Context: an optimization exercise on an open-source flow, tuned for small area, a short achievable clock period and few clock cycles per item. The choices shown serve that exercise and are no tape-out recipe. RTL that was checked went through simulation tests only; none was proved equivalent to the original. For run 2, only the layout was checked, not whether the RTL still works.

## design.v

```verilog
module qg_spread_quant (
    input  wire         clk,
    input  wire         rst,
    input  wire         in_valid,
    output wire         in_ready,
    input  wire         in_first,    
    input  wire         in_blank,    
    input  wire         in_dots,     
    input  wire         in_grey3,    
    input  wire [16:0]  in_share,    
    input  wire [15:0]  in_gain,     
    input  wire [2:0]   in_lev,      
    input  wire [127:0] in_vol,      
    output reg          out_valid,
    output reg  [2:0]   out_lev,
    output reg          out_clip
);
    assign in_ready = 1'b1;
    reg         s1_valid;
    reg         s1_first, s1_blank, s1_dots, s1_grey3;
    reg [16:0]  s1_share;
    reg [15:0]  s1_ngain;    
    reg [2:0]   s1_lev;
    reg [111:0] s1_vol;
    always @(posedge clk) begin
        s1_valid <= in_valid && !rst;
        s1_first <= in_first;
        s1_blank <= in_blank;
        s1_dots  <= in_dots;
        s1_grey3 <= in_grey3;
        s1_share <= in_share;
        s1_ngain <= ~(in_dots ? 16'h4000 : in_gain);
        s1_lev   <= in_lev;
        s1_vol   <= in_vol[127:16];
    end
    genvar gi;
    wire [18:-1] bs = {2'b00, s1_share, 1'b0};     
    wire [15:0]  bg = ~s1_ngain;
    wire [32:0] mul_a, mul_b;
    wire bn0 = bs[1];
    wire b10 = bs[0] ^ 1'b0;
    wire b20 = (bs[1] & ~bs[0] & ~1'b0) | (~bs[1] & bs[0] & 1'b0);
    wire bp0_0 = ((b10 & bg[0]) | (b20 & 1'b0)) ^ bn0;
    wire bp0_1 = ((b10 & bg[1]) | (b20 & bg[0])) ^ bn0;
    wire bp0_2 = ((b10 & bg[2]) | (b20 & bg[1])) ^ bn0;
    wire bp0_3 = ((b10 & bg[3]) | (b20 & bg[2])) ^ bn0;
    wire bp0_4 = ((b10 & bg[4]) | (b20 & bg[3])) ^ bn0;
    wire bp0_5 = ((b10 & bg[5]) | (b20 & bg[4])) ^ bn0;
    wire bp0_6 = ((b10 & bg[6]) | (b20 & bg[5])) ^ bn0;
    wire bp0_7 = ((b10 & bg[7]) | (b20 & bg[6])) ^ bn0;
    wire bp0_8 = ((b10 & bg[8]) | (b20 & bg[7])) ^ bn0;
    wire bp0_9 = ((b10 & bg[9]) | (b20 & bg[8])) ^ bn0;
    wire bp0_10 = ((b10 & bg[10]) | (b20 & bg[9])) ^ bn0;
    wire bp0_11 = ((b10 & bg[11]) | (b20 & bg[10])) ^ bn0;
    wire bp0_12 = ((b10 & bg[12]) | (b20 & bg[11])) ^ bn0;
    wire bp0_13 = ((b10 & bg[13]) | (b20 & bg[12])) ^ bn0;
    wire bp0_14 = ((b10 & bg[14]) | (b20 & bg[13])) ^ bn0;
    wire bp0_15 = ((b10 & bg[15]) | (b20 & bg[14])) ^ bn0;
    wire bp0_16 = ((b10 & 1'b0) | (b20 & bg[15])) ^ bn0;
    wire bn1 = bs[3];
    wire b11 = bs[2] ^ bs[1];
    wire b21 = (bs[3] & ~bs[2] & ~bs[1]) | (~bs[3] & bs[2] & bs[1]);
    wire bp1_0 = ((b11 & bg[0]) | (b21 & 1'b0)) ^ bn1;
    wire bp1_1 = ((b11 & bg[1]) | (b21 & bg[0])) ^ bn1;
    wire bp1_2 = ((b11 & bg[2]) | (b21 & bg[1])) ^ bn1;
    wire bp1_3 = ((b11 & bg[3]) | (b21 & bg[2])) ^ bn1;
    wire bp1_4 = ((b11 & bg[4]) | (b21 & bg[3])) ^ bn1;
    wire bp1_5 = ((b11 & bg[5]) | (b21 & bg[4])) ^ bn1;
    wire bp1_6 = ((b11 & bg[6]) | (b21 & bg[5])) ^ bn1;
    wire bp1_7 = ((b11 & bg[7]) | (b21 & bg[6])) ^ bn1;
    wire bp1_8 = ((b11 & bg[8]) | (b21 & bg[7])) ^ bn1;
    wire bp1_9 = ((b11 & bg[9]) | (b21 & bg[8])) ^ bn1;
    wire bp1_10 = ((b11 & bg[10]) | (b21 & bg[9])) ^ bn1;
    wire bp1_11 = ((b11 & bg[11]) | (b21 & bg[10])) ^ bn1;
    wire bp1_12 = ((b11 & bg[12]) | (b21 & bg[11])) ^ bn1;
    wire bp1_13 = ((b11 & bg[13]) | (b21 & bg[12])) ^ bn1;
    wire bp1_14 = ((b11 & bg[14]) | (b21 & bg[13])) ^ bn1;
    wire bp1_15 = ((b11 & bg[15]) | (b21 & bg[14])) ^ bn1;
    wire bp1_16 = ((b11 & 1'b0) | (b21 & bg[15])) ^ bn1;
    wire bn2 = bs[5];
    wire b12 = bs[4] ^ bs[3];
    wire b22 = (bs[5] & ~bs[4] & ~bs[3]) | (~bs[5] & bs[4] & bs[3]);
    wire bp2_0 = ((b12 & bg[0]) | (b22 & 1'b0)) ^ bn2;
    wire bp2_1 = ((b12 & bg[1]) | (b22 & bg[0])) ^ bn2;
    wire bp2_2 = ((b12 & bg[2]) | (b22 & bg[1])) ^ bn2;
    wire bp2_3 = ((b12 & bg[3]) | (b22 & bg[2])) ^ bn2;
    wire bp2_4 = ((b12 & bg[4]) | (b22 & bg[3])) ^ bn2;
    wire bp2_5 = ((b12 & bg[5]) | (b22 & bg[4])) ^ bn2;
    wire bp2_6 = ((b12 & bg[6]) | (b22 & bg[5])) ^ bn2;
    wire bp2_7 = ((b12 & bg[7]) | (b22 & bg[6])) ^ bn2;
    wire bp2_8 = ((b12 & bg[8]) | (b22 & bg[7])) ^ bn2;
    wire bp2_9 = ((b12 & bg[9]) | (b22 & bg[8])) ^ bn2;
    wire bp2_10 = ((b12 & bg[10]) | (b22 & bg[9])) ^ bn2;
    wire bp2_11 = ((b12 & bg[11]) | (b22 & bg[10])) ^ bn2;
    wire bp2_12 = ((b12 & bg[12]) | (b22 & bg[11])) ^ bn2;
    wire bp2_13 = ((b12 & bg[13]) | (b22 & bg[12])) ^ bn2;
    wire bp2_14 = ((b12 & bg[14]) | (b22 & bg[13])) ^ bn2;
    wire bp2_15 = ((b12 & bg[15]) | (b22 & bg[14])) ^ bn2;
    wire bp2_16 = ((b12 & 1'b0) | (b22 & bg[15])) ^ bn2;
    wire bn3 = bs[7];
    wire b13 = bs[6] ^ bs[5];
    wire b23 = (bs[7] & ~bs[6] & ~bs[5]) | (~bs[7] & bs[6] & bs[5]);
    wire bp3_0 = ((b13 & bg[0]) | (b23 & 1'b0)) ^ bn3;
    wire bp3_1 = ((b13 & bg[1]) | (b23 & bg[0])) ^ bn3;
    wire bp3_2 = ((b13 & bg[2]) | (b23 & bg[1])) ^ bn3;
    wire bp3_3 = ((b13 & bg[3]) | (b23 & bg[2])) ^ bn3;
    wire bp3_4 = ((b13 & bg[4]) | (b23 & bg[3])) ^ bn3;
    wire bp3_5 = ((b13 & bg[5]) | (b23 & bg[4])) ^ bn3;
    wire bp3_6 = ((b13 & bg[6]) | (b23 & bg[5])) ^ bn3;
    wire bp3_7 = ((b13 & bg[7]) | (b23 & bg[6])) ^ bn3;
    wire bp3_8 = ((b13 & bg[8]) | (b23 & bg[7])) ^ bn3;
    wire bp3_9 = ((b13 & bg[9]) | (b23 & bg[8])) ^ bn3;
    wire bp3_10 = ((b13 & bg[10]) | (b23 & bg[9])) ^ bn3;
    wire bp3_11 = ((b13 & bg[11]) | (b23 & bg[10])) ^ bn3;
    wire bp3_12 = ((b13 & bg[12]) | (b23 & bg[11])) ^ bn3;
    wire bp3_13 = ((b13 & bg[13]) | (b23 & bg[12])) ^ bn3;
    wire bp3_14 = ((b13 & bg[14]) | (b23 & bg[13])) ^ bn3;
    wire bp3_15 = ((b13 & bg[15]) | (b23 & bg[14])) ^ bn3;
    wire bp3_16 = ((b13 & 1'b0) | (b23 & bg[15])) ^ bn3;
    wire bn4 = bs[9];
    wire b14 = bs[8] ^ bs[7];
    wire b24 = (bs[9] & ~bs[8] & ~bs[7]) | (~bs[9] & bs[8] & bs[7]);
    wire bp4_0 = ((b14 & bg[0]) | (b24 & 1'b0)) ^ bn4;
    wire bp4_1 = ((b14 & bg[1]) | (b24 & bg[0])) ^ bn4;
    wire bp4_2 = ((b14 & bg[2]) | (b24 & bg[1])) ^ bn4;
    wire bp4_3 = ((b14 & bg[3]) | (b24 & bg[2])) ^ bn4;
    wire bp4_4 = ((b14 & bg[4]) | (b24 & bg[3])) ^ bn4;
    wire bp4_5 = ((b14 & bg[5]) | (b24 & bg[4])) ^ bn4;
    wire bp4_6 = ((b14 & bg[6]) | (b24 & bg[5])) ^ bn4;
    wire bp4_7 = ((b14 & bg[7]) | (b24 & bg[6])) ^ bn4;
    wire bp4_8 = ((b14 & bg[8]) | (b24 & bg[7])) ^ bn4;
    wire bp4_9 = ((b14 & bg[9]) | (b24 & bg[8])) ^ bn4;
    wire bp4_10 = ((b14 & bg[10]) | (b24 & bg[9])) ^ bn4;
    wire bp4_11 = ((b14 & bg[11]) | (b24 & bg[10])) ^ bn4;
    wire bp4_12 = ((b14 & bg[12]) | (b24 & bg[11])) ^ bn4;
    wire bp4_13 = ((b14 & bg[13]) | (b24 & bg[12])) ^ bn4;
    wire bp4_14 = ((b14 & bg[14]) | (b24 & bg[13])) ^ bn4;
    wire bp4_15 = ((b14 & bg[15]) | (b24 & bg[14])) ^ bn4;
    wire bp4_16 = ((b14 & 1'b0) | (b24 & bg[15])) ^ bn4;
    wire bn5 = bs[11];
    wire b15 = bs[10] ^ bs[9];
    wire b25 = (bs[11] & ~bs[10] & ~bs[9]) | (~bs[11] & bs[10] & bs[9]);
    wire bp5_0 = ((b15 & bg[0]) | (b25 & 1'b0)) ^ bn5;
    wire bp5_1 = ((b15 & bg[1]) | (b25 & bg[0])) ^ bn5;
    wire bp5_2 = ((b15 & bg[2]) | (b25 & bg[1])) ^ bn5;
    wire bp5_3 = ((b15 & bg[3]) | (b25 & bg[2])) ^ bn5;
    wire bp5_4 = ((b15 & bg[4]) | (b25 & bg[3])) ^ bn5;
    wire bp5_5 = ((b15 & bg[5]) | (b25 & bg[4])) ^ bn5;
    wire bp5_6 = ((b15 & bg[6]) | (b25 & bg[5])) ^ bn5;
    wire bp5_7 = ((b15 & bg[7]) | (b25 & bg[6])) ^ bn5;
    wire bp5_8 = ((b15 & bg[8]) | (b25 & bg[7])) ^ bn5;
    wire bp5_9 = ((b15 & bg[9]) | (b25 & bg[8])) ^ bn5;
    wire bp5_10 = ((b15 & bg[10]) | (b25 & bg[9])) ^ bn5;
    wire bp5_11 = ((b15 & bg[11]) | (b25 & bg[10])) ^ bn5;
    wire bp5_12 = ((b15 & bg[12]) | (b25 & bg[11])) ^ bn5;
    wire bp5_13 = ((b15 & bg[13]) | (b25 & bg[12])) ^ bn5;
    wire bp5_14 = ((b15 & bg[14]) | (b25 & bg[13])) ^ bn5;
    wire bp5_15 = ((b15 & bg[15]) | (b25 & bg[14])) ^ bn5;
    wire bp5_16 = ((b15 & 1'b0) | (b25 & bg[15])) ^ bn5;
    wire bn6 = bs[13];
    wire b16 = bs[12] ^ bs[11];
    wire b26 = (bs[13] & ~bs[12] & ~bs[11]) | (~bs[13] & bs[12] & bs[11]);
    wire bp6_0 = ((b16 & bg[0]) | (b26 & 1'b0)) ^ bn6;
    wire bp6_1 = ((b16 & bg[1]) | (b26 & bg[0])) ^ bn6;
    wire bp6_2 = ((b16 & bg[2]) | (b26 & bg[1])) ^ bn6;
    wire bp6_3 = ((b16 & bg[3]) | (b26 & bg[2])) ^ bn6;
    wire bp6_4 = ((b16 & bg[4]) | (b26 & bg[3])) ^ bn6;
    wire bp6_5 = ((b16 & bg[5]) | (b26 & bg[4])) ^ bn6;
    wire bp6_6 = ((b16 & bg[6]) | (b26 & bg[5])) ^ bn6;
    wire bp6_7 = ((b16 & bg[7]) | (b26 & bg[6])) ^ bn6;
    wire bp6_8 = ((b16 & bg[8]) | (b26 & bg[7])) ^ bn6;
    wire bp6_9 = ((b16 & bg[9]) | (b26 & bg[8])) ^ bn6;
    wire bp6_10 = ((b16 & bg[10]) | (b26 & bg[9])) ^ bn6;
    wire bp6_11 = ((b16 & bg[11]) | (b26 & bg[10])) ^ bn6;
    wire bp6_12 = ((b16 & bg[12]) | (b26 & bg[11])) ^ bn6;
    wire bp6_13 = ((b16 & bg[13]) | (b26 & bg[12])) ^ bn6;
    wire bp6_14 = ((b16 & bg[14]) | (b26 & bg[13])) ^ bn6;
    wire bp6_15 = ((b16 & bg[15]) | (b26 & bg[14])) ^ bn6;
    wire bp6_16 = ((b16 & 1'b0) | (b26 & bg[15])) ^ bn6;
    wire bn7 = bs[15];
    wire b17 = bs[14] ^ bs[13];
    wire b27 = (bs[15] & ~bs[14] & ~bs[13]) | (~bs[15] & bs[14] & bs[13]);
    wire bp7_0 = ((b17 & bg[0]) | (b27 & 1'b0)) ^ bn7;
    wire bp7_1 = ((b17 & bg[1]) | (b27 & bg[0])) ^ bn7;
    wire bp7_2 = ((b17 & bg[2]) | (b27 & bg[1])) ^ bn7;
    wire bp7_3 = ((b17 & bg[3]) | (b27 & bg[2])) ^ bn7;
    wire bp7_4 = ((b17 & bg[4]) | (b27 & bg[3])) ^ bn7;
    wire bp7_5 = ((b17 & bg[5]) | (b27 & bg[4])) ^ bn7;
    wire bp7_6 = ((b17 & bg[6]) | (b27 & bg[5])) ^ bn7;
    wire bp7_7 = ((b17 & bg[7]) | (b27 & bg[6])) ^ bn7;
    wire bp7_8 = ((b17 & bg[8]) | (b27 & bg[7])) ^ bn7;
    wire bp7_9 = ((b17 & bg[9]) | (b27 & bg[8])) ^ bn7;
    wire bp7_10 = ((b17 & bg[10]) | (b27 & bg[9])) ^ bn7;
    wire bp7_11 = ((b17 & bg[11]) | (b27 & bg[10])) ^ bn7;
    wire bp7_12 = ((b17 & bg[12]) | (b27 & bg[11])) ^ bn7;
    wire bp7_13 = ((b17 & bg[13]) | (b27 & bg[12])) ^ bn7;
    wire bp7_14 = ((b17 & bg[14]) | (b27 & bg[13])) ^ bn7;
    wire bp7_15 = ((b17 & bg[15]) | (b27 & bg[14])) ^ bn7;
    wire bp7_16 = ((b17 & 1'b0) | (b27 & bg[15])) ^ bn7;
    wire bn8 = bs[17];
    wire b18 = bs[16] ^ bs[15];
    wire b28 = (bs[17] & ~bs[16] & ~bs[15]) | (~bs[17] & bs[16] & bs[15]);
    wire bp8_0 = ((b18 & bg[0]) | (b28 & 1'b0)) ^ bn8;
    wire bp8_1 = ((b18 & bg[1]) | (b28 & bg[0])) ^ bn8;
    wire bp8_2 = ((b18 & bg[2]) | (b28 & bg[1])) ^ bn8;
    wire bp8_3 = ((b18 & bg[3]) | (b28 & bg[2])) ^ bn8;
    wire bp8_4 = ((b18 & bg[4]) | (b28 & bg[3])) ^ bn8;
    wire bp8_5 = ((b18 & bg[5]) | (b28 & bg[4])) ^ bn8;
    wire bp8_6 = ((b18 & bg[6]) | (b28 & bg[5])) ^ bn8;
    wire bp8_7 = ((b18 & bg[7]) | (b28 & bg[6])) ^ bn8;
    wire bp8_8 = ((b18 & bg[8]) | (b28 & bg[7])) ^ bn8;
    wire bp8_9 = ((b18 & bg[9]) | (b28 & bg[8])) ^ bn8;
    wire bp8_10 = ((b18 & bg[10]) | (b28 & bg[9])) ^ bn8;
    wire bp8_11 = ((b18 & bg[11]) | (b28 & bg[10])) ^ bn8;
    wire bp8_12 = ((b18 & bg[12]) | (b28 & bg[11])) ^ bn8;
    wire bp8_13 = ((b18 & bg[13]) | (b28 & bg[12])) ^ bn8;
    wire bp8_14 = ((b18 & bg[14]) | (b28 & bg[13])) ^ bn8;
    wire bp8_15 = ((b18 & bg[15]) | (b28 & bg[14])) ^ bn8;
    wire bp8_16 = ((b18 & 1'b0) | (b28 & bg[15])) ^ bn8;
    wire s1 = bp0_16 ^ bp1_14;
    wire c2 = bp0_16 & bp1_14;
    wire s3 = ~bn0 ^ bp1_15 ^ bp2_13;
    wire c4 = (~bn0 & bp1_15) | (~bn0 & bp2_13) | (bp1_15 & bp2_13);
    wire s5 = bp1_16 ^ bp2_14;
    wire c6 = bp1_16 & bp2_14;
    wire s7 = bp0_10 ^ bp1_8;
    wire c8 = bp0_10 & bp1_8;
    wire s9 = bp0_11 ^ bp1_9;
    wire c10 = bp0_11 & bp1_9;
    wire s11 = bp0_12 ^ bp1_10 ^ bp2_8;
    wire c12 = (bp0_12 & bp1_10) | (bp0_12 & bp2_8) | (bp1_10 & bp2_8);
    wire s13 = bp3_6 ^ bp4_4;
    wire c14 = bp3_6 & bp4_4;
    wire s15 = bp0_13 ^ bp1_11 ^ bp2_9;
    wire c16 = (bp0_13 & bp1_11) | (bp0_13 & bp2_9) | (bp1_11 & bp2_9);
    wire s17 = bp3_7 ^ bp4_5 ^ bp5_3;
    wire c18 = (bp3_7 & bp4_5) | (bp3_7 & bp5_3) | (bp4_5 & bp5_3);
    wire s19 = bp0_14 ^ bp1_12 ^ bp2_10;
    wire c20 = (bp0_14 & bp1_12) | (bp0_14 & bp2_10) | (bp1_12 & bp2_10);
    wire s21 = bp3_8 ^ bp4_6 ^ bp5_4;
    wire c22 = (bp3_8 & bp4_6) | (bp3_8 & bp5_4) | (bp4_6 & bp5_4);
    wire s23 = bp6_2 ^ bp7_0;
    wire c24 = bp6_2 & bp7_0;
    wire s25 = bp0_15 ^ bp1_13 ^ bp2_11;
    wire c26 = (bp0_15 & bp1_13) | (bp0_15 & bp2_11) | (bp1_13 & bp2_11);
    wire s27 = bp3_9 ^ bp4_7 ^ bp5_5;
    wire c28 = (bp3_9 & bp4_7) | (bp3_9 & bp5_5) | (bp4_7 & bp5_5);
    wire s29 = bp6_3 ^ bp7_1;
    wire c30 = bp6_3 & bp7_1;
    wire s31 = s1 ^ bp2_12 ^ bp3_10;
    wire c32 = (s1 & bp2_12) | (s1 & bp3_10) | (bp2_12 & bp3_10);
    wire s33 = bp4_8 ^ bp5_6 ^ bp6_4;
    wire c34 = (bp4_8 & bp5_6) | (bp4_8 & bp6_4) | (bp5_6 & bp6_4);
    wire s35 = bp7_2 ^ bp8_0 ^ bn8;
    wire c36 = (bp7_2 & bp8_0) | (bp7_2 & bn8) | (bp8_0 & bn8);
    wire s37 = c2 ^ s3 ^ bp3_11;
    wire c38 = (c2 & s3) | (c2 & bp3_11) | (s3 & bp3_11);
    wire s39 = bp4_9 ^ bp5_7 ^ bp6_5;
    wire c40 = (bp4_9 & bp5_7) | (bp4_9 & bp6_5) | (bp5_7 & bp6_5);
    wire s41 = bp7_3 ^ bp8_1 ^ 1'b1;
    wire c42 = (bp7_3 & bp8_1) | (bp7_3 & 1'b1) | (bp8_1 & 1'b1);
    wire s43 = c4 ^ s5 ^ bp3_12;
    wire c44 = (c4 & s5) | (c4 & bp3_12) | (s5 & bp3_12);
    wire s45 = bp4_10 ^ bp5_8 ^ bp6_6;
    wire c46 = (bp4_10 & bp5_8) | (bp4_10 & bp6_6) | (bp5_8 & bp6_6);
    wire s47 = bp7_4 ^ bp8_2 ^ 1'b1;
    wire c48 = (bp7_4 & bp8_2) | (bp7_4 & 1'b1) | (bp8_2 & 1'b1);
    wire s49 = c6 ^ ~bn1 ^ bp2_15;
    wire c50 = (c6 & ~bn1) | (c6 & bp2_15) | (~bn1 & bp2_15);
    wire s51 = bp3_13 ^ bp4_11 ^ bp5_9;
    wire c52 = (bp3_13 & bp4_11) | (bp3_13 & bp5_9) | (bp4_11 & bp5_9);
    wire s53 = bp6_7 ^ bp7_5 ^ bp8_3;
    wire c54 = (bp6_7 & bp7_5) | (bp6_7 & bp8_3) | (bp7_5 & bp8_3);
    wire s55 = bp2_16 ^ bp3_14 ^ bp4_12;
    wire c56 = (bp2_16 & bp3_14) | (bp2_16 & bp4_12) | (bp3_14 & bp4_12);
    wire s57 = bp5_10 ^ bp6_8 ^ bp7_6;
    wire c58 = (bp5_10 & bp6_8) | (bp5_10 & bp7_6) | (bp6_8 & bp7_6);
    wire s59 = bp8_4 ^ 1'b1;
    wire c60 = bp8_4 & 1'b1;
    wire s61 = ~bn2 ^ bp3_15 ^ bp4_13;
    wire c62 = (~bn2 & bp3_15) | (~bn2 & bp4_13) | (bp3_15 & bp4_13);
    wire s63 = bp5_11 ^ bp6_9 ^ bp7_7;
    wire c64 = (bp5_11 & bp6_9) | (bp5_11 & bp7_7) | (bp6_9 & bp7_7);
    wire s65 = bp3_16 ^ bp4_14 ^ bp5_12;
    wire c66 = (bp3_16 & bp4_14) | (bp3_16 & bp5_12) | (bp4_14 & bp5_12);
    wire s67 = bp6_10 ^ bp7_8;
    wire c68 = bp6_10 & bp7_8;
    wire s69 = ~bn3 ^ bp4_15 ^ bp5_13;
    wire c70 = (~bn3 & bp4_15) | (~bn3 & bp5_13) | (bp4_15 & bp5_13);
    wire s71 = bp4_16 ^ bp5_14;
    wire c72 = bp4_16 & bp5_14;
    wire s73 = bp0_6 ^ bp1_4;
    wire c74 = bp0_6 & bp1_4;
    wire s75 = bp0_7 ^ bp1_5;
    wire c76 = bp0_7 & bp1_5;
    wire s77 = bp0_8 ^ bp1_6 ^ bp2_4;
    wire c78 = (bp0_8 & bp1_6) | (bp0_8 & bp2_4) | (bp1_6 & bp2_4);
    wire s79 = bp3_2 ^ bp4_0;
    wire c80 = bp3_2 & bp4_0;
    wire s81 = bp0_9 ^ bp1_7 ^ bp2_5;
    wire c82 = (bp0_9 & bp1_7) | (bp0_9 & bp2_5) | (bp1_7 & bp2_5);
    wire s83 = bp3_3 ^ bp4_1;
    wire c84 = bp3_3 & bp4_1;
    wire s85 = s7 ^ bp2_6 ^ bp3_4;
    wire c86 = (s7 & bp2_6) | (s7 & bp3_4) | (bp2_6 & bp3_4);
    wire s87 = bp4_2 ^ bp5_0 ^ bn5;
    wire c88 = (bp4_2 & bp5_0) | (bp4_2 & bn5) | (bp5_0 & bn5);
    wire s89 = c8 ^ s9 ^ bp2_7;
    wire c90 = (c8 & s9) | (c8 & bp2_7) | (s9 & bp2_7);
    wire s91 = bp3_5 ^ bp4_3 ^ bp5_1;
    wire c92 = (bp3_5 & bp4_3) | (bp3_5 & bp5_1) | (bp4_3 & bp5_1);
    wire s93 = c10 ^ s11 ^ s13;
    wire c94 = (c10 & s11) | (c10 & s13) | (s11 & s13);
    wire s95 = bp5_2 ^ bp6_0 ^ bn6;
    wire c96 = (bp5_2 & bp6_0) | (bp5_2 & bn6) | (bp6_0 & bn6);
    wire s97 = c12 ^ c14 ^ s15;
    wire c98 = (c12 & c14) | (c12 & s15) | (c14 & s15);
    wire s99 = s17 ^ bp6_1 ^ 1'b1;
    wire c100 = (s17 & bp6_1) | (s17 & 1'b1) | (bp6_1 & 1'b1);
    wire s101 = c16 ^ c18 ^ s19;
    wire c102 = (c16 & c18) | (c16 & s19) | (c18 & s19);
    wire s103 = s21 ^ s23 ^ bn7;
    wire c104 = (s21 & s23) | (s21 & bn7) | (s23 & bn7);
    wire s105 = c20 ^ c22 ^ c24;
    wire c106 = (c20 & c22) | (c20 & c24) | (c22 & c24);
    wire s107 = s25 ^ s27 ^ s29;
    wire c108 = (s25 & s27) | (s25 & s29) | (s27 & s29);
    wire s109 = c26 ^ c28 ^ c30;
    wire c110 = (c26 & c28) | (c26 & c30) | (c28 & c30);
    wire s111 = s31 ^ s33 ^ s35;
    wire c112 = (s31 & s33) | (s31 & s35) | (s33 & s35);
    wire s113 = c32 ^ c34 ^ c36;
    wire c114 = (c32 & c34) | (c32 & c36) | (c34 & c36);
    wire s115 = s37 ^ s39 ^ s41;
    wire c116 = (s37 & s39) | (s37 & s41) | (s39 & s41);
    wire s117 = c38 ^ c40 ^ c42;
    wire c118 = (c38 & c40) | (c38 & c42) | (c40 & c42);
    wire s119 = s43 ^ s45 ^ s47;
    wire c120 = (s43 & s45) | (s43 & s47) | (s45 & s47);
    wire s121 = c44 ^ c46 ^ c48;
    wire c122 = (c44 & c46) | (c44 & c48) | (c46 & c48);
    wire s123 = s49 ^ s51 ^ s53;
    wire c124 = (s49 & s51) | (s49 & s53) | (s51 & s53);
    wire s125 = c50 ^ c52 ^ c54;
    wire c126 = (c50 & c52) | (c50 & c54) | (c52 & c54);
    wire s127 = s55 ^ s57 ^ s59;
    wire c128 = (s55 & s57) | (s55 & s59) | (s57 & s59);
    wire s129 = c56 ^ c58 ^ c60;
    wire c130 = (c56 & c58) | (c56 & c60) | (c58 & c60);
    wire s131 = s61 ^ s63 ^ bp8_5;
    wire c132 = (s61 & s63) | (s61 & bp8_5) | (s63 & bp8_5);
    wire s133 = c62 ^ c64 ^ s65;
    wire c134 = (c62 & c64) | (c62 & s65) | (c64 & s65);
    wire s135 = s67 ^ bp8_6 ^ 1'b1;
    wire c136 = (s67 & bp8_6) | (s67 & 1'b1) | (bp8_6 & 1'b1);
    wire s137 = c66 ^ c68 ^ s69;
    wire c138 = (c66 & c68) | (c66 & s69) | (c68 & s69);
    wire s139 = bp6_11 ^ bp7_9 ^ bp8_7;
    wire c140 = (bp6_11 & bp7_9) | (bp6_11 & bp8_7) | (bp7_9 & bp8_7);
    wire s141 = c70 ^ s71 ^ bp6_12;
    wire c142 = (c70 & s71) | (c70 & bp6_12) | (s71 & bp6_12);
    wire s143 = bp7_10 ^ bp8_8 ^ 1'b1;
    wire c144 = (bp7_10 & bp8_8) | (bp7_10 & 1'b1) | (bp8_8 & 1'b1);
    wire s145 = c72 ^ ~bn4 ^ bp5_15;
    wire c146 = (c72 & ~bn4) | (c72 & bp5_15) | (~bn4 & bp5_15);
    wire s147 = bp6_13 ^ bp7_11 ^ bp8_9;
    wire c148 = (bp6_13 & bp7_11) | (bp6_13 & bp8_9) | (bp7_11 & bp8_9);
    wire s149 = bp5_16 ^ bp6_14 ^ bp7_12;
    wire c150 = (bp5_16 & bp6_14) | (bp5_16 & bp7_12) | (bp6_14 & bp7_12);
    wire s151 = bp8_10 ^ 1'b1;
    wire c152 = bp8_10 & 1'b1;
    wire s153 = ~bn5 ^ bp6_15 ^ bp7_13;
    wire c154 = (~bn5 & bp6_15) | (~bn5 & bp7_13) | (bp6_15 & bp7_13);
    wire s155 = bp6_16 ^ bp7_14;
    wire c156 = bp6_16 & bp7_14;
    wire s157 = bp0_4 ^ bp1_2;
    wire c158 = bp0_4 & bp1_2;
    wire s159 = bp0_5 ^ bp1_3;
    wire c160 = bp0_5 & bp1_3;
    wire s161 = s73 ^ bp2_2 ^ bp3_0;
    wire c162 = (s73 & bp2_2) | (s73 & bp3_0) | (bp2_2 & bp3_0);
    wire s163 = c74 ^ s75 ^ bp2_3;
    wire c164 = (c74 & s75) | (c74 & bp2_3) | (s75 & bp2_3);
    wire s165 = c76 ^ s77 ^ s79;
    wire c166 = (c76 & s77) | (c76 & s79) | (s77 & s79);
    wire s167 = c78 ^ c80 ^ s81;
    wire c168 = (c78 & c80) | (c78 & s81) | (c80 & s81);
    wire s169 = c82 ^ c84 ^ s85;
    wire c170 = (c82 & c84) | (c82 & s85) | (c84 & s85);
    wire s171 = c86 ^ c88 ^ s89;
    wire c172 = (c86 & c88) | (c86 & s89) | (c88 & s89);
    wire s173 = c90 ^ c92 ^ s93;
    wire c174 = (c90 & c92) | (c90 & s93) | (c92 & s93);
    wire s175 = c94 ^ c96 ^ s97;
    wire c176 = (c94 & c96) | (c94 & s97) | (c96 & s97);
    wire s177 = c98 ^ c100 ^ s101;
    wire c178 = (c98 & c100) | (c98 & s101) | (c100 & s101);
    wire s179 = c102 ^ c104 ^ s105;
    wire c180 = (c102 & c104) | (c102 & s105) | (c104 & s105);
    wire s181 = c106 ^ c108 ^ s109;
    wire c182 = (c106 & c108) | (c106 & s109) | (c108 & s109);
    wire s183 = c110 ^ c112 ^ s113;
    wire c184 = (c110 & c112) | (c110 & s113) | (c112 & s113);
    wire s185 = c114 ^ c116 ^ s117;
    wire c186 = (c114 & c116) | (c114 & s117) | (c116 & s117);
    wire s187 = c118 ^ c120 ^ s121;
    wire c188 = (c118 & c120) | (c118 & s121) | (c120 & s121);
    wire s189 = c122 ^ c124 ^ s125;
    wire c190 = (c122 & c124) | (c122 & s125) | (c124 & s125);
    wire s191 = c126 ^ c128 ^ s129;
    wire c192 = (c126 & c128) | (c126 & s129) | (c128 & s129);
    wire s193 = c130 ^ c132 ^ s133;
    wire c194 = (c130 & c132) | (c130 & s133) | (c132 & s133);
    wire s195 = c134 ^ c136 ^ s137;
    wire c196 = (c134 & c136) | (c134 & s137) | (c136 & s137);
    wire s197 = c138 ^ c140 ^ s141;
    wire c198 = (c138 & c140) | (c138 & s141) | (c140 & s141);
    wire s199 = c142 ^ c144 ^ s145;
    wire c200 = (c142 & c144) | (c142 & s145) | (c144 & s145);
    wire s201 = c146 ^ c148 ^ s149;
    wire c202 = (c146 & c148) | (c146 & s149) | (c148 & s149);
    wire s203 = c150 ^ c152 ^ s153;
    wire c204 = (c150 & c152) | (c150 & s153) | (c152 & s153);
    wire s205 = c154 ^ s155 ^ bp8_12;
    wire c206 = (c154 & s155) | (c154 & bp8_12) | (s155 & bp8_12);
    wire s207 = c156 ^ ~bn6 ^ bp7_15;
    wire c208 = (c156 & ~bn6) | (c156 & bp7_15) | (~bn6 & bp7_15);
    wire s209 = bp7_16 ^ bp8_14;
    wire c210 = bp7_16 & bp8_14;
    wire s211 = bp0_2 ^ bp1_0;
    wire c212 = bp0_2 & bp1_0;
    wire s213 = bp0_3 ^ bp1_1;
    wire c214 = bp0_3 & bp1_1;
    wire s215 = s157 ^ bp2_0 ^ bn2;
    wire c216 = (s157 & bp2_0) | (s157 & bn2) | (bp2_0 & bn2);
    wire s217 = c158 ^ s159 ^ bp2_1;
    wire c218 = (c158 & s159) | (c158 & bp2_1) | (s159 & bp2_1);
    wire s219 = c160 ^ s161 ^ bn3;
    wire c220 = (c160 & s161) | (c160 & bn3) | (s161 & bn3);
    wire s221 = c162 ^ s163 ^ bp3_1;
    wire c222 = (c162 & s163) | (c162 & bp3_1) | (s163 & bp3_1);
    wire s223 = c164 ^ s165 ^ bn4;
    wire c224 = (c164 & s165) | (c164 & bn4) | (s165 & bn4);
    wire s225 = c166 ^ s167 ^ s83;
    wire c226 = (c166 & s167) | (c166 & s83) | (s167 & s83);
    wire s227 = c168 ^ s169 ^ s87;
    wire c228 = (c168 & s169) | (c168 & s87) | (s169 & s87);
    wire s229 = c170 ^ s171 ^ s91;
    wire c230 = (c170 & s171) | (c170 & s91) | (s171 & s91);
    wire s231 = c172 ^ s173 ^ s95;
    wire c232 = (c172 & s173) | (c172 & s95) | (s173 & s95);
    wire s233 = c174 ^ s175 ^ s99;
    wire c234 = (c174 & s175) | (c174 & s99) | (s175 & s99);
    wire s235 = c176 ^ s177 ^ s103;
    wire c236 = (c176 & s177) | (c176 & s103) | (s177 & s103);
    wire s237 = c178 ^ s179 ^ s107;
    wire c238 = (c178 & s179) | (c178 & s107) | (s179 & s107);
    wire s239 = c180 ^ s181 ^ s111;
    wire c240 = (c180 & s181) | (c180 & s111) | (s181 & s111);
    wire s241 = c182 ^ s183 ^ s115;
    wire c242 = (c182 & s183) | (c182 & s115) | (s183 & s115);
    wire s243 = c184 ^ s185 ^ s119;
    wire c244 = (c184 & s185) | (c184 & s119) | (s185 & s119);
    wire s245 = c186 ^ s187 ^ s123;
    wire c246 = (c186 & s187) | (c186 & s123) | (s187 & s123);
    wire s247 = c188 ^ s189 ^ s127;
    wire c248 = (c188 & s189) | (c188 & s127) | (s189 & s127);
    wire s249 = c190 ^ s191 ^ s131;
    wire c250 = (c190 & s191) | (c190 & s131) | (s191 & s131);
    wire s251 = c192 ^ s193 ^ s135;
    wire c252 = (c192 & s193) | (c192 & s135) | (s193 & s135);
    wire s253 = c194 ^ s195 ^ s139;
    wire c254 = (c194 & s195) | (c194 & s139) | (s195 & s139);
    wire s255 = c196 ^ s197 ^ s143;
    wire c256 = (c196 & s197) | (c196 & s143) | (s197 & s143);
    wire s257 = c198 ^ s199 ^ s147;
    wire c258 = (c198 & s199) | (c198 & s147) | (s199 & s147);
    wire s259 = c200 ^ s201 ^ s151;
    wire c260 = (c200 & s201) | (c200 & s151) | (s201 & s151);
    wire s261 = c202 ^ s203 ^ bp8_11;
    wire c262 = (c202 & s203) | (c202 & bp8_11) | (s203 & bp8_11);
    wire s263 = c204 ^ s205 ^ 1'b1;
    wire c264 = (c204 & s205) | (c204 & 1'b1) | (s205 & 1'b1);
    wire s265 = c206 ^ s207 ^ bp8_13;
    wire c266 = (c206 & s207) | (c206 & bp8_13) | (s207 & bp8_13);
    wire s267 = c208 ^ s209 ^ 1'b1;
    wire c268 = (c208 & s209) | (c208 & 1'b1) | (s209 & 1'b1);
    wire s269 = c210 ^ ~bn7 ^ bp8_15;
    wire c270 = (c210 & ~bn7) | (c210 & bp8_15) | (~bn7 & bp8_15);
    wire s271 = bp8_16 ^ 1'b1;
    wire c272 = bp8_16 & 1'b1;
    assign mul_a = {c270, c268, c266, c264, c262, c260, c258, c256, c254, c252, c250, c248, c246, c244, c242, c240, c238, c236, c234, c232, c230, c228, c226, c224, c222, c220, c218, c216, c214, c212, s211, bp0_1, bp0_0};
    assign mul_b = {s271, s269, s267, s265, s263, s261, s259, s257, s255, s253, s251, s249, s247, s245, s243, s241, s239, s237, s235, s233, s231, s229, s227, s225, s223, s221, s219, s217, s215, s213, bn1, 1'b0, bn0};
    function carry13(input [12:0] x, input [12:0] y);
        integer k;
        reg c;
        begin
            c = 1'b0;
            for (k = 0; k < 13; k = k + 1)
                c = (x[k] & y[k]) | (x[k] & c) | (y[k] & c);
            carry13 = c;
        end
    endfunction
    wire [32:13] prod = mul_a[32:13] + mul_b[32:13] + carry13(mul_a[12:0], mul_b[12:0]);
    wire        sat  = !s1_dots && (|prod[32:30]);
    wire [16:0] a    = sat ? 17'h0ffff : prod[30:14];
    reg         s2_valid;
    reg         s2_blank, s2_grey3;
    reg [16:0]  s2_a;
    reg [2:0]   s2_lev;
    reg [111:0] s2_vol;
    always @(posedge clk) begin
        s2_valid <= s1_valid && !rst;
        s2_blank <= s1_blank;
        s2_grey3 <= s1_grey3;
        s2_a     <= a;
        s2_lev   <= s1_lev;
        s2_vol   <= s1_vol;
    end
    wire [15:0] v [0:8];
    assign v[0] = 16'd0;
    assign v[8] = 16'd0;
    generate
        for (gi = 1; gi < 8; gi = gi + 1) begin : g_v2
            assign v[gi] = s2_vol[16*gi-16 +: 16];
        end
    endgenerate
    reg  [15:0] c_want;
    reg  [15:0] c_nvol;      
    wire [18:0] w_p  = {3'd0, c_want};
    wire [18:0] w_q  = {2'd0, s2_a};
    wire [18:0] w_v  = {3'b111, c_nvol};
    wire [18:0] w_s1 = w_p ^ w_q ^ w_v;
    wire [18:0] w_c1 = (w_p & w_q) | (w_p & w_v) | (w_q & w_v);
    wire [18:0] w_r  = {w_c1[17:0], 1'b1};
    wire [18:0] w_u  = {3'd0, v[s2_lev]};
    wire [18:0] w_s2 = w_s1 ^ w_r ^ w_u;
    wire [18:0] w_c2 = (w_s1 & w_r) | (w_s1 & w_u) | (w_r & w_u);
    wire [18:0] want = w_s2 + {w_c2[17:0], 1'b0};
    wire        neg  = want[18];
    wire        big  = !neg && (|want[17:16]);
    function carry19(input [18:0] x, input [18:0] y, input ci);
        integer k;
        reg c;
        begin
            c = ci;
            for (k = 0; k < 19; k = k + 1)
                c = (x[k] & y[k]) | (x[k] & c) | (y[k] & c);
            carry19 = c;
        end
    endfunction
    wire [19:0] nw2 = ~{want, 1'b0};
    wire [7:1]  up;
    generate
        for (gi = 1; gi < 8; gi = gi + 1) begin : g_up
            wire [19:0] y = {4'd0, v[gi-1]};
            wire [19:0] z = {4'd0, v[gi]};
            wire [19:0] s = nw2 ^ y ^ z;
            wire [19:0] c = (nw2 & y) | (nw2 & z) | (y & z);
            wire        t = s[19] ^ c[18] ^ carry19(s[18:0], {c[17:0], 1'b0}, 1'b1);
            assign up[gi] = (gi < 4 || s2_grey3) && t && carry19({3'd0, v[gi]}, {3'b111, ~v[gi-1]}, 1'b0);
        end
    endgenerate
    wire [7:0] at_b;
    assign at_b[7] = up[7];
    assign at_b[6] = up[6] && !up[7];
    assign at_b[5] = up[5] && !(|up[7:6]);
    assign at_b[4] = up[4] && !(|up[7:5]);
    assign at_b[3] = up[3] && !(|up[7:4]);
    assign at_b[2] = up[2] && !(|up[7:3]);
    assign at_b[1] = up[1] && !(|up[7:2]);
    assign at_b[0] = !(|up[7:1]);
    wire [2:0] best = {at_b[7] | at_b[6] | at_b[5] | at_b[4],
                       at_b[7] | at_b[6] | at_b[3] | at_b[2],
                       at_b[7] | at_b[5] | at_b[3] | at_b[1]};
    reg [15:0] v_sel;
    integer l;
    always @(*) begin
        v_sel = 16'd0;
        for (l = 1; l < 8; l = l + 1)
            v_sel = v_sel | ({16{at_b[l]}} & v[l]);
    end
    wire [15:0] v_top = s2_grey3 ? v[7] : v[3];
    wire        clip  = !neg && (big || !carry19({3'd0, v_top}, {3'b111, nw2[16:1]}, 1'b1));
    wire        zero  = clip || neg;
    always @(posedge clk) begin
        out_valid <= s2_valid && !rst;
        if (rst || (s1_valid && s1_first)) begin
            c_want <= 16'd0;
            c_nvol <= 16'hffff;
        end else if (s2_valid && !s2_blank) begin
            c_want <= zero ? 16'd0 : want[15:0];
            c_nvol <= zero ? 16'hffff : ~v_sel;
        end
        out_lev  <= s2_blank ? 3'd0 : best;
        out_clip <= !s2_blank && clip;
    end
endmodule
```

## flow/run.sh

```bash
#!/bin/bash
# The standard layout, except that the ports are buffered with the
# smallest buffer (sky130_fd_sc_hd__buf_1) instead of the delay cell
# buffer_ports picks by itself, and clock tree synthesis uses smaller
# leaf buffers and adds no dummy loads.  Synthesis is the standard one.
set -euo pipefail
bash standard.sh synth > synth.log 2>&1
bash standard.sh "BUFFER_PORTS_ARGS=-buffer_cell sky130_fd_sc_hd__buf_1" \
    "CTS_ARGS=-sink_clustering_enable -repair_clock_nets -sink_clustering_size 16 -sink_clustering_max_diameter 80 -sink_clustering_buffer sky130_fd_sc_hd__clkbuf_8 -dont_use_dummy_load -balance_levels" \
    finish > layout.log 2>&1
```

## standard.sh

```bash
#!/bin/bash
# synth_recipe.tcl (not shown) runs the flow's synth.tcl, then flattens the netlist and writes it again
# the make line also repeats each setting of config.mk as NAME=value (left out here)
make -C /OpenROAD-flow-scripts/flow DESIGN_CONFIG=/design/flow/config.mk WORK_HOME=/design/flow/orfs CLKGATE_MAP_FILE= SYNTH_SCRIPT=/design/flow/synth_recipe.tcl "${@:-finish}"
```

## config.mk

```make
export PLATFORM = sky130hd
export DESIGN_NAME = qg_spread_quant
export DESIGN_NICKNAME = qg_spread_quant
export VERILOG_FILES = /design/flow/design.v
export SDC_FILE = /design/flow/constraint.sdc
export NUM_CORES = 4
export LEC_CHECK = 0
export ABC_AREA = 1
export CAP_MARGIN = 20
export CORE_MARGIN = 2
export CORE_UTILIZATION = 40
export CTS_CLUSTER_DIAMETER = 100
export CTS_CLUSTER_SIZE = 22
export PLACE_DENSITY = 0.6
export SLEW_MARGIN = 20
```

## constraint.sdc

```tcl
create_clock -name core_clock -period 36.0 [get_ports {clk}]
set_input_delay 7.2000 -clock core_clock [delete_from_list [all_inputs] [get_ports {clk}]]
set_output_delay 7.2000 -clock core_clock [all_outputs]
set_load 0.01 [all_outputs]
```

==> impl_metrics.xml, run 1 <==
<?xml version="1.0" encoding="UTF-8"?>
<metrics>
  <group name="critical_path">
    <metric name="path_class" unit="">reg2reg</metric>
    <metric name="crit_path_capture_type" unit="">register</metric>
    <metric name="worst_ep_arrival_time" unit="ns">8.72</metric>
    <metric name="cell_repeated_most_along_the_worst_path" unit="">sky130_fd_sc_hd__nand2_1</metric>
    <metric name="rr_startpoint" unit="">s2_lev[2]$_DFF_P_</metric>
    <metric name="required" unit="ns">36.42</metric>
    <metric name="critical_path.max_stage_delay" unit="ns">0.94</metric>
    <metric name="worstSetupStartpoint" unit="">s2_lev[2]$_DFF_P_</metric>
    <metric name="crit_path_max_fanout" unit="">51</metric>
    <metric name="setup.worst_path.start_class" unit="">register</metric>
    <metric name="critical_path.slowest_cell" unit="">sky130_fd_sc_hd__nor3_1</metric>
  </group>
  <group name="floorplanning">
    <metric name="chipWidth" unit="um">246</metric>
    <metric name="placement_rows" unit="">88</metric>
    <metric name="floorplan_die_area" unit="um2">60700</metric>
    <metric name="floorplan.io_pins" unit="">177</metric>
    <metric name="dieHeight" unit="um">246</metric>
    <metric name="core-area" unit="um2">57900</metric>
    <metric name="initial_util" unit="">0.406</metric>
  </group>
  <group name="grt">
    <metric name="gr-total-overflow" unit="">0</metric>
    <metric name="number_of_antenna_violations_at_the_first_check_in_global_routing" unit="">0</metric>
    <metric name="largest_net_degree_at_the_start_of_global_routing" unit="">52</metric>
    <metric name="grt_pass1_vias" unit="">19600</metric>
    <metric name="grt_first_pass_wirelength" unit="mm">103</metric>
    <metric name="grt_util_overall" unit="">0.214</metric>
  </group>
  <group name="final_layout">
    <metric name="drive_gt1_frac" unit="">0.0339</metric>
    <metric name="layoutNonFillerInstCount" unit="">3830</metric>
    <metric name="filler_cell_count" unit="">6028</metric>
    <metric name="area.growth.synth_to_final" unit="%">6.93</metric>
    <metric name="mostFrequentLayoutCell" unit="">sky130_fd_sc_hd__inv_1</metric>
    <metric name="final_net_count" unit="">3534</metric>
    <metric name="antennaDiodeCount" unit="">0</metric>
    <metric name="most_frequent_cells_in_the_layout" unit="">sky130_fd_sc_hd__inv_1 (625), sky130_fd_sc_hd__nand2_1 (501), sky130_fd_sc_hd__dfxtp_1 (325)</metric>
  </group>
  <group name="route">
    <metric name="post-route-drc-count" unit="">0</metric>
    <metric name="routed_wire_length_per_instance" unit="um">16.9</metric>
    <metric name="wirelength" unit="mm">64.6</metric>
    <metric name="ant_nets" unit="">0</metric>
    <metric name="vias" unit="">19800</metric>
    <metric name="drt-initial-drc-count" unit="">1449</metric>
    <metric name="detail_route.vias_per_cell" unit="">5.17</metric>
    <metric name="detailed_routing_iteration_count_for_the_pre_antenna_repair_pass" unit="">5</metric>
  </group>
  <group name="synthesis">
    <metric name="postSynthAreaPerCell" unit="um2">7.93</metric>
    <metric name="netlist-cell-type-count" unit="">56</metric>
    <metric name="post-synth-top-area-cell" unit="">sky130_fd_sc_hd__dfxtp_1</metric>
    <metric name="postSynthRegisterBits" unit="">325</metric>
    <metric name="synth_top_cell_area_share" unit="">0.277</metric>
    <metric name="seq_area_frac_synth" unit="">0.277</metric>
    <metric name="synthesis.instances" unit="">2965</metric>
    <metric name="synth_async_sr_flop_share" unit="">0</metric>
    <metric name="synthesis.area" unit="um2">23500</metric>
    <metric name="netlist_top_cells_area" unit="">sky130_fd_sc_hd__dfxtp_1 (28%), sky130_fd_sc_hd__fa_1 (18%), sky130_fd_sc_hd__inv_1 (10%)</metric>
    <metric name="synth-main-ff-cell" unit="">sky130_fd_sc_hd__dfxtp_1</metric>
    <metric name="ys_warn_count" unit="">1</metric>
    <metric name="synthesis.nets" unit="">3432</metric>
    <metric name="synth_enable_flop_cells" unit="">0</metric>
  </group>
  <group name="cts">
    <metric name="post_cts.resized_instances" unit="">0</metric>
    <metric name="clock-root-buffer" unit="">sky130_fd_sc_hd__clkbuf_16</metric>
    <metric name="ctsHoldBuffers" unit="">0</metric>
    <metric name="ctsLongestPathBuffers" unit="">3</metric>
    <metric name="cts-buffers-inserted" unit="">26</metric>
    <metric name="htreeDepth" unit="">1</metric>
    <metric name="clock_sink_count" unit="">325</metric>
    <metric name="cts_post_setup_buffers_inserted" unit="">0</metric>
    <metric name="clk_latency" unit="ns">0.54</metric>
    <metric name="path_clk_slew" unit="ns">0.09</metric>
    <metric name="cts_tree" unit="">built</metric>
  </group>
  <group name="run">
    <metric name="timing.max_cap.violations" unit="">0</metric>
  </group>
  <group name="worst_hold_path">
    <metric name="hp-start" unit="">s1_vol[5]$_DFF_P_</metric>
    <metric name="worst_hold_path_type" unit="">reg2reg</metric>
  </group>
  <group name="run_status">
    <metric name="run_status" unit="">timing/DRC/antenna clean</metric>
  </group>
  <group name="timing">
    <metric name="grt_setup_unrepaired" unit="">false</metric>
    <metric name="max_freq" unit="MHz">120</metric>
    <metric name="worst_slew_pin_slew" unit="ns">1.18</metric>
    <metric name="slew_viol_final" unit="">0</metric>
    <metric name="final-hold-violation-count" unit="">0</metric>
    <metric name="period_minus_slack" unit="ns">8.30</metric>
    <metric name="timing.setup.tns" unit="ns">0</metric>
    <metric name="finalSetupViolations" unit="">0</metric>
    <metric name="final.setup_skew" unit="ns">0.0358</metric>
    <metric name="final_min_period_over_clock_period" unit="">0.231</metric>
    <metric name="worst_slew_margin_rel" unit="">0.210</metric>
  </group>
  <group name="place">
    <metric name="dp_hpwl" unit="mm">51.1</metric>
    <metric name="numPlacedInstances" unit="">3803</metric>
    <metric name="gp_congestion" unit="">0.899</metric>
    <metric name="placement.io_buffers" unit="">159</metric>
  </group>
</metrics>
[layout make-up]
class,instances,area (um2),share of cell area
Timing Repair Buffer,181,782,0.0311
Inverter,639,2400,0.0955
Tap cell,765,957,0.0381
Clock buffer,26,392,0.0156
Multi-Input combinational cell,1894,14100,0.561
Sequential cell,325,6510,0.259
[path summary, 6_finish.rpt]
check | slack [ns] | endpoint | cells past startpoint
setup / recovery | 27.70 | c_nvol[7]$_SDFFE_PP1P_ | 38
hold / removal | 0.32 | s2_vol[5]$_DFF_P_ | 0
setup reg to reg | 27.70 | c_nvol[7]$_SDFFE_PP1P_ | 38
hold reg to reg | 0.32 | s2_vol[5]$_DFF_P_ | 0
[kinds of logic (layout without fill, tap and decap cells)]
logic type / count (synthesis) / count (layout) / synth area share
adders and majority gates: 300 / 300 / 0.228
xor gates and xnor gates: 162 / 162 / 0.0612
and+or+nand+nor: 863 / 863 / 0.160
DFF: 325 / 325 / 0.277
buffers and inverters: 746 / 846 / 0.124
other: 1 / 1 / 0.000160
AOI/OAI and AO/OA: 568 / 568 / 0.150
[synth_stat cells (all sizes together) (7+ instances only)]
master,instances
a2111oi,8
a21oi,108
a22oi,35
buf,39
clkbuf,68
dfxtp,325
fa,216
ha,80
inv,635
nand2,511
nand3,161
nand4,23
nor2,126
nor3,17
nor4,7
o21ai,69
o21bai,29
o221ai,10
o22ai,283
or2,16
xnor2,11
xor2,151
[stage by stage]
stage	utilization	cell area (um2)	setup slack, ns	hold slack [ns]
after floorplan	-	23500	28.15	0.310
after detailed placement	0.427	24700	27.88	0.312
final	0.434	25100	27.70	0.320
after global placement	0.427	24700	27.90	0.310
after CTS	0.433	25100	27.72	0.323
after global routing	0.434	25100	27.23	0.339
[sequential cells by signal, summed over array words and instances, names as in the netlist, 3 cells and up]
name      flops
s1_ngain     16
s2_a         17
s1_lev        3
s2_vol      112
s2_lev        3
s1_vol      112
c_nvol       16
c_want       16
s1_share     17
out_lev       3
[metal layers]
| metal | wire (um) | track usage | vias to the layer above |
|---|---|---|---|
| li1 | - | - | 9681 |
| met1 | 28200 | 0.283 | 9384 |
| met2 | 30300 | 0.363 | 622 |
| met3 | 4110 | 0.0285 | 97 |
| met4 | 2030 | 0.0679 | 0 |
| met5 | 0 | 0 | - |
[critical path: cells and delay by family (launching register included)]
family          cells  cell delay (ns)
xor+xnor            1             0.36
simple gates       22             3.72
compound gates      7             1.20
flops               1             0.39
buf+inv             5             1.05
fa+ha+maj           3             1.38
Testbench counts, summed over its fixed seeds: cycles 40,016, items 40,000.
==> run 2: changes to the inputs <==
--- a/design.v
+++ b/design.v
@@ -504,9 +504,16 @@
     wire [32:13] prod = mul_a[32:13] + mul_b[32:13] + carry13(mul_a[12:0], mul_b[12:0]);
     wire        sat  = !s1_dots && (|prod[32:30]);
+    wire [15:0] v1 [0:7];                        
+    assign v1[0] = 16'd0;
+    generate
+        for (gi = 1; gi < 8; gi = gi + 1) begin : g_v1
+            assign v1[gi] = s1_vol[16*gi-16 +: 16];
+        end
+    endgenerate
     wire [16:0] a    = sat ? 17'h0ffff : prod[30:14];
     reg         s2_valid;
     reg         s2_blank, s2_grey3;
     reg [16:0]  s2_a;
-    reg [2:0]   s2_lev;
+    reg [15:0]  s2_own;
     reg [111:0] s2_vol;
     always @(posedge clk) begin
@@ -515,5 +522,5 @@
         s2_grey3 <= s1_grey3;
         s2_a     <= a;
-        s2_lev   <= s1_lev;
+        s2_own   <= v1[s1_lev];
         s2_vol   <= s1_vol;
     end
@@ -528,5 +535,5 @@
     reg  [15:0] c_want;
     reg  [15:0] c_nvol;      
-    wire [18:0] w_p  = {3'd0, c_want};
+    wire [18:0] w_p  = {3'd0, s2_own};
     wire [18:0] w_q  = {2'd0, s2_a};
     wire [18:0] w_v  = {3'b111, c_nvol};
@@ -534,5 +541,5 @@
     wire [18:0] w_c1 = (w_p & w_q) | (w_p & w_v) | (w_q & w_v);
     wire [18:0] w_r  = {w_c1[17:0], 1'b1};
-    wire [18:0] w_u  = {3'd0, v[s2_lev]};
+    wire [18:0] w_u  = {3'd0, c_want};
     wire [18:0] w_s2 = w_s1 ^ w_r ^ w_u;
     wire [18:0] w_c2 = (w_s1 & w_r) | (w_s1 & w_u) | (w_r & w_u);
@@ -550,41 +557,53 @@
         end
     endfunction
-    wire [19:0] nw2 = ~{want, 1'b0};
-    wire [7:1]  up;
+    wire [15:0] nw = ~want[15:0];
+    wire [8:0]  below;
+    assign below[0] = 1'b1;
+    assign below[8] = 1'b0;
     generate
-        for (gi = 1; gi < 8; gi = gi + 1) begin : g_up
-            wire [19:0] y = {4'd0, v[gi-1]};
-            wire [19:0] z = {4'd0, v[gi]};
-            wire [19:0] s = nw2 ^ y ^ z;
-            wire [19:0] c = (nw2 & y) | (nw2 & z) | (y & z);
-            wire        t = s[19] ^ c[18] ^ carry19(s[18:0], {c[17:0], 1'b0}, 1'b1);
-            assign up[gi] = (gi < 4 || s2_grey3) && t && carry19({3'd0, v[gi]}, {3'b111, ~v[gi-1]}, 1'b0);
+        for (gi = 1; gi < 8; gi = gi + 1) begin : g_below
+            assign below[gi] = (gi < 4 || s2_grey3) && !neg
+                               && (big || !carry19({3'd0, v[gi]}, {3'b111, nw}, 1'b1));
         end
     endgenerate
-    wire [7:0] at_b;
-    assign at_b[7] = up[7];
-    assign at_b[6] = up[6] && !up[7];
-    assign at_b[5] = up[5] && !(|up[7:6]);
-    assign at_b[4] = up[4] && !(|up[7:5]);
-    assign at_b[3] = up[3] && !(|up[7:4]);
-    assign at_b[2] = up[2] && !(|up[7:3]);
-    assign at_b[1] = up[1] && !(|up[7:2]);
-    assign at_b[0] = !(|up[7:1]);
-    wire [2:0] best = {at_b[7] | at_b[6] | at_b[5] | at_b[4],
-                       at_b[7] | at_b[6] | at_b[3] | at_b[2],
-                       at_b[7] | at_b[5] | at_b[3] | at_b[1]};
-    reg [15:0] v_sel;
+    wire clip = s2_grey3 ? below[7] : below[3];
+    wire [7:0] at_m;
+    wire [2:0] canon [0:7];
+    assign canon[0] = 3'd0;
+    generate
+        for (gi = 0; gi < 8; gi = gi + 1) begin : g_m
+            assign at_m[gi] = below[gi] && !below[gi+1];
+            if (gi > 0) begin : g_c
+                assign canon[gi] = (v[gi] != v[gi-1]) ? gi : canon[gi-1];
+            end
+        end
+    endgenerate
+    reg [15:0] v_lo, v_hi;
+    reg [2:0]  lev_lo;
     integer l;
     always @(*) begin
-        v_sel = 16'd0;
-        for (l = 1; l < 8; l = l + 1)
-            v_sel = v_sel | ({16{at_b[l]}} & v[l]);
+        v_lo = 16'd0; v_hi = 16'd0; lev_lo = 3'd0;
+        for (l = 0; l < 8; l = l + 1) begin
+            v_lo   = v_lo   | ({16{at_m[l]}} & v[l]);
+            v_hi   = v_hi   | ({16{at_m[l]}} & v[l+1]);
+            lev_lo = lev_lo | ({3{at_m[l]}} & canon[l]);
+        end
     end
-    wire [15:0] v_top = s2_grey3 ? v[7] : v[3];
-    wire        clip  = !neg && (big || !carry19({3'd0, v_top}, {3'b111, nw2[16:1]}, 1'b1));
+    wire [2:0] lev_hi = {at_m[6] | at_m[5] | at_m[4] | at_m[3],
+                         at_m[6] | at_m[5] | at_m[2] | at_m[1],
+                         at_m[6] | at_m[4] | at_m[2] | at_m[0]};
+    wire [17:0] u_x = ~{1'b0, want[15:0], 1'b0};
+    wire [17:0] u_y = {2'd0, v_lo};
+    wire [17:0] u_z = {2'd0, v_hi};
+    wire [17:0] u_s = u_x ^ u_y ^ u_z;
+    wire [17:0] u_c = (u_x & u_y) | (u_x & u_z) | (u_y & u_z);
+    wire        up  = !clip && !neg
+                      && (u_s[17] ^ u_c[16] ^ carry19({u_s[16:0], 2'b11}, {u_c[15:0], 1'b0, 2'b00}, 1'b1));
+    wire [2:0]  best  = up ? lev_hi : lev_lo;
+    wire [15:0] v_sel = up ? v_hi : v_lo;
     wire        zero  = clip || neg;
     always @(posedge clk) begin
         out_valid <= s2_valid && !rst;
-        if (rst || (s1_valid && s1_first)) begin
+        if (s1_valid && s1_first) begin
             c_want <= 16'd0;
             c_nvol <= 16'hffff;
==> flow/run.sh (replaced) <==
#!/bin/bash
# The standard layout, except that the ports are buffered with the
# smallest buffer (sky130_fd_sc_hd__buf_1) instead of the delay cell
# buffer_ports picks by itself.  Synthesis is the standard one.
set -euo pipefail
bash standard.sh synth > synth.log 2>&1
bash standard.sh "BUFFER_PORTS_ARGS=-buffer_cell sky130_fd_sc_hd__buf_1" finish > layout.log 2>&1
==> impl_metrics.xml, run 2 <==
<?xml version="1.0" encoding="UTF-8"?>
<metrics>
  <group name="run_status">
    <metric name="run_status" unit="">timing/DRC/antenna clean</metric>
  </group>
  <group name="floorplanning">
    <metric name="floorplan_die_area" unit="um2">57300</metric>
    <metric name="chipWidth" unit="um">239</metric>
    <metric name="placement_rows" unit="">86</metric>
    <metric name="floorplan.io_pins" unit="">177</metric>
    <metric name="dieHeight" unit="um">239</metric>
    <metric name="core-area" unit="um2">54900</metric>
    <metric name="initial_util" unit="">0.404</metric>
  </group>
  <group name="critical_path">
    <metric name="reg2reg_to" unit="">c_nvol[0]$_SDFFE_PP1P_</metric>
    <metric name="crit_path_capture_type" unit="">register</metric>
    <metric name="critical_path.max_stage_delay" unit="ns">0.84</metric>
    <metric name="path_class" unit="">reg2reg</metric>
    <metric name="setup.worst_path.start_class" unit="">register</metric>
    <metric name="worst_ep_arrival_time" unit="ns">9.82</metric>
    <metric name="cell_repeated_most_along_the_worst_path" unit="">sky130_fd_sc_hd__nand2_1</metric>
    <metric name="worstSetupStartpoint" unit="">s2_a[0]$_SDFF_PP1_</metric>
    <metric name="timing.reg2reg.worst_path_depth" unit="">51</metric>
    <metric name="critical_path.slowest_cell" unit="">sky130_fd_sc_hd__a2111oi_0</metric>
    <metric name="worstSetupEndpoint" unit="">c_nvol[0]$_SDFFE_PP1P_</metric>
    <metric name="rr_startpoint" unit="">s2_a[0]$_SDFF_PP1_</metric>
    <metric name="reg2reg_slack" unit="ns">26.63</metric>
    <metric name="required" unit="ns">36.45</metric>
    <metric name="crit_path_max_fanout" unit="">22</metric>
  </group>
  <group name="timing">
    <metric name="worst_slew_pin_slew" unit="ns">1.15</metric>
    <metric name="slew_viol_final" unit="">0</metric>
    <metric name="timing.setup.tns" unit="ns">0</metric>
    <metric name="final.setup_skew" unit="ns">0.0148</metric>
    <metric name="worst_slew_margin_rel" unit="">0.230</metric>
    <metric name="final-hold-violation-count" unit="">0</metric>
    <metric name="hold_ws" unit="ns">0.345</metric>
    <metric name="period_minus_slack" unit="ns">9.37</metric>
    <metric name="grt_setup_unrepaired" unit="">false</metric>
    <metric name="max_freq" unit="MHz">107</metric>
    <metric name="final_min_period_over_clock_period" unit="">0.260</metric>
    <metric name="finalSetupViolations" unit="">0</metric>
  </group>
  <group name="final_layout">
    <metric name="most_frequent_cells_in_the_layout" unit="">sky130_fd_sc_hd__nand2_1 (645), sky130_fd_sc_hd__inv_1 (474), sky130_fd_sc_hd__dfxtp_1 (338)</metric>
    <metric name="final_net_count" unit="">3354</metric>
    <metric name="drive_gt1_frac" unit="">0.0356</metric>
    <metric name="largest_registers" unit="">s1_vol x112, s2_vol x112</metric>
    <metric name="design_area" unit="um2">24100</metric>
    <metric name="multiInputGateArea" unit="um2">13100</metric>
    <metric name="mostFrequentLayoutCell" unit="">sky130_fd_sc_hd__nand2_1</metric>
    <metric name="area.growth.synth_to_final" unit="%">8.73</metric>
    <metric name="filler_cell_count" unit="">5635</metric>
    <metric name="layout.area.seq" unit="um2">6770</metric>
    <metric name="final_core_util" unit="">0.439</metric>
  </group>
  <group name="grt">
    <metric name="grt_first_pass_wirelength" unit="mm">114</metric>
    <metric name="gr-total-overflow" unit="">0</metric>
    <metric name="grt_pass1_vias" unit="">19200</metric>
    <metric name="number_of_antenna_violations_at_the_first_check_in_global_routing" unit="">0</metric>
    <metric name="grt_util_overall" unit="">0.258</metric>
    <metric name="largest_net_degree_at_the_start_of_global_routing" unit="">39</metric>
  </group>
  <group name="place">
    <metric name="dp_hpwl" unit="mm">57.7</metric>
    <metric name="dpl_cell_area" unit="um2">23400</metric>
    <metric name="placement.io_buffers" unit="">159</metric>
    <metric name="gp_congestion" unit="">0.993</metric>
  </group>
  <group name="synthesis">
    <metric name="synthesis.instances" unit="">2888</metric>
    <metric name="ys_warn_count" unit="">1</metric>
    <metric name="netlist_top_cells_area" unit="">sky130_fd_sc_hd__dfxtp_1 (31%), sky130_fd_sc_hd__fa_1 (13%), sky130_fd_sc_hd__nand2_1 (11%)</metric>
    <metric name="postSynthAreaPerCell" unit="um2">7.67</metric>
    <metric name="synth_enable_flop_cells" unit="">0</metric>
    <metric name="synth_async_sr_flop_share" unit="">0</metric>
    <metric name="synthesis.area" unit="um2">22100</metric>
    <metric name="synth-main-ff-cell" unit="">sky130_fd_sc_hd__dfxtp_1</metric>
    <metric name="synth.cells.most_frequent" unit="">sky130_fd_sc_hd__nand2_1 (645), sky130_fd_sc_hd__inv_1 (474), sky130_fd_sc_hd__dfxtp_1 (338)</metric>
    <metric name="synth_top_cell_area_share" unit="">0.306</metric>
    <metric name="netlist-cell-type-count" unit="">53</metric>
    <metric name="postSynthRegisterBits" unit="">338</metric>
    <metric name="seq_area_frac_synth" unit="">0.306</metric>
    <metric name="synth.most_common_cell" unit="">sky130_fd_sc_hd__nand2_1</metric>
    <metric name="synthesis.nets" unit="">3274</metric>
    <metric name="post-synth-top-area-cell" unit="">sky130_fd_sc_hd__dfxtp_1</metric>
  </group>
  <group name="route">
    <metric name="detailed_routing_iteration_count_for_the_pre_antenna_repair_pass" unit="">8</metric>
    <metric name="vias" unit="">20100</metric>
    <metric name="routed_wire_length_per_instance" unit="um">20.2</metric>
    <metric name="drt-initial-drc-count" unit="">2116</metric>
    <metric name="detail_route.vias_per_cell" unit="">5.46</metric>
    <metric name="post-route-drc-count" unit="">0</metric>
    <metric name="ant_nets" unit="">0</metric>
    <metric name="wirelength" unit="mm">74.4</metric>
  </group>
  <group name="cts">
    <metric name="post_cts.resized_instances" unit="">0</metric>
    <metric name="clk_latency" unit="ns">0.56</metric>
    <metric name="cts-buffers-inserted" unit="">22</metric>
    <metric name="clock-root-buffer" unit="">sky130_fd_sc_hd__clkbuf_16</metric>
    <metric name="htreeDepth" unit="">1</metric>
    <metric name="cts_post_setup_buffers_inserted" unit="">0</metric>
    <metric name="path_clk_slew" unit="ns">0.09</metric>
    <metric name="cts_tree" unit="">built</metric>
    <metric name="clock_sink_count" unit="">338</metric>
    <metric name="ctsHoldBuffers" unit="">0</metric>
    <metric name="ctsLongestPathBuffers" unit="">3</metric>
  </group>
  <group name="worst_hold_path">
    <metric name="worst_hold_path_type" unit="">reg2reg</metric>
  </group>
  <group name="run">
    <metric name="timing.max_cap.violations" unit="">0</metric>
  </group>
</metrics>
run 2: cell types whose count changed in the layout (fill, tap and decap cells not counted), sizes merged, moves of 26 or more:
cell	before	now
o22ai	283	222
fa	216	148
o21bai	29	3
nand2	511	658
inv	634	490
xnor2	11	38
nand3	161	122
a221oi	2	38
run 2: final cells by class:
type | count | area share
multi-input combinational | 1934 | 0.544
sequential | 338 | 0.281
inverter | 490 | 0.0764
tap | 704 | 0.0366
timing repair buffer | 182 | 0.0328
clock buffer | 23 | 0.0239
clock inverter | 8 | 0.00514
antenna | 1 | 0.000104
run 2: cell families (layout without fill, tap and decap cells):
group / count (synthesis) / count (layout) / share of synthesized area
AND/OR/NAND/NOR: 1012 / 1012 / 0.192
buffers and inverters: 616 / 703 / 0.107
adder cells (fa/ha/maj): 220 / 220 / 0.174
AO/OA/AOI/OAI: 491 / 491 / 0.139
flip-flops: 338 / 338 / 0.306
XOR/XNOR: 210 / 210 / 0.0830
other: 1 / 2 / 0.000169
run 2: per-stage QoR:
stage | std cells | worst slack [ns]
6_report | 3680 | 26.63
5_1_grt | 3679 | 25.97
4_1_cts | 3678 | 26.74
3_5_place_dp | 3647 | 26.79
3_3_place_gp | 3647 | 26.75
2_1_floorplan | 2888 | 28.24
run 2: worst min path at each step:
stage	from	to	slack, ns	cells after the start
CTS	s1_blank$_DFF_P_	s2_blank$_DFF_P_	0.35	0
global placement	s1_grey3$_DFF_P_	s2_grey3$_DFF_P_	0.32	0
finish	s1_blank$_DFF_P_	s2_blank$_DFF_P_	0.34	0
global route	s1_blank$_DFF_P_	s2_blank$_DFF_P_	0.35	0
floorplan	s1_blank$_DFF_P_	s2_blank$_DFF_P_	0.31	0
detailed placement	s1_blank$_DFF_P_	s2_blank$_DFF_P_	0.32	0
run 2: layer usage:
metal,vias to the layer above,wire [um],global-route usage
met3,129,5850,0.0357
met2,891,32400,0.398
met1,9653,33800,0.372
li1,9421,-,-
met4,0,2390,0.0814
met5,-,0,0
run 2: critical path: cells and delay by family (launching register included):
kind / cells / cell delay [ns]
AND/OR/NAND/NOR: 39 / 3.53
adder cells (fa/ha/maj): 5 / 2.71
AO/OA/AOI/OAI: 4 / 1.38
buffers and inverters: 3 / 1.26
flip-flops: 1 / 0.35

port drivers added, routing unchanged:
The results above use ideal ports. As a check the final layouts listed here were re-extracted and re-timed, cells and wires unchanged.
Step 1 assumes that a clkbuf_16 drives the clock port and a buf_2 every other input.
Step 2 times the ports against the registers' clock, not the clock port: input delays grow and output delays shrink by t, the midpoint of the rising clock arrivals with the driver on.
Three values: ideal, step 1, step 2; two values: the first two.
| run | t, ns | setup slack, ns | worst hold slack (ns) |
|---|---|---|---|
| run 1 | 0.582 | 27.699 / 27.699 / 27.699 | 0.320 / 0.320 / 0.320 |
| run 2 | 0.613 | 26.629 / 26.629 / 26.629 | 0.345 / 0.345 / 0.345 |
After both steps setup and hold are still met in every run listed.
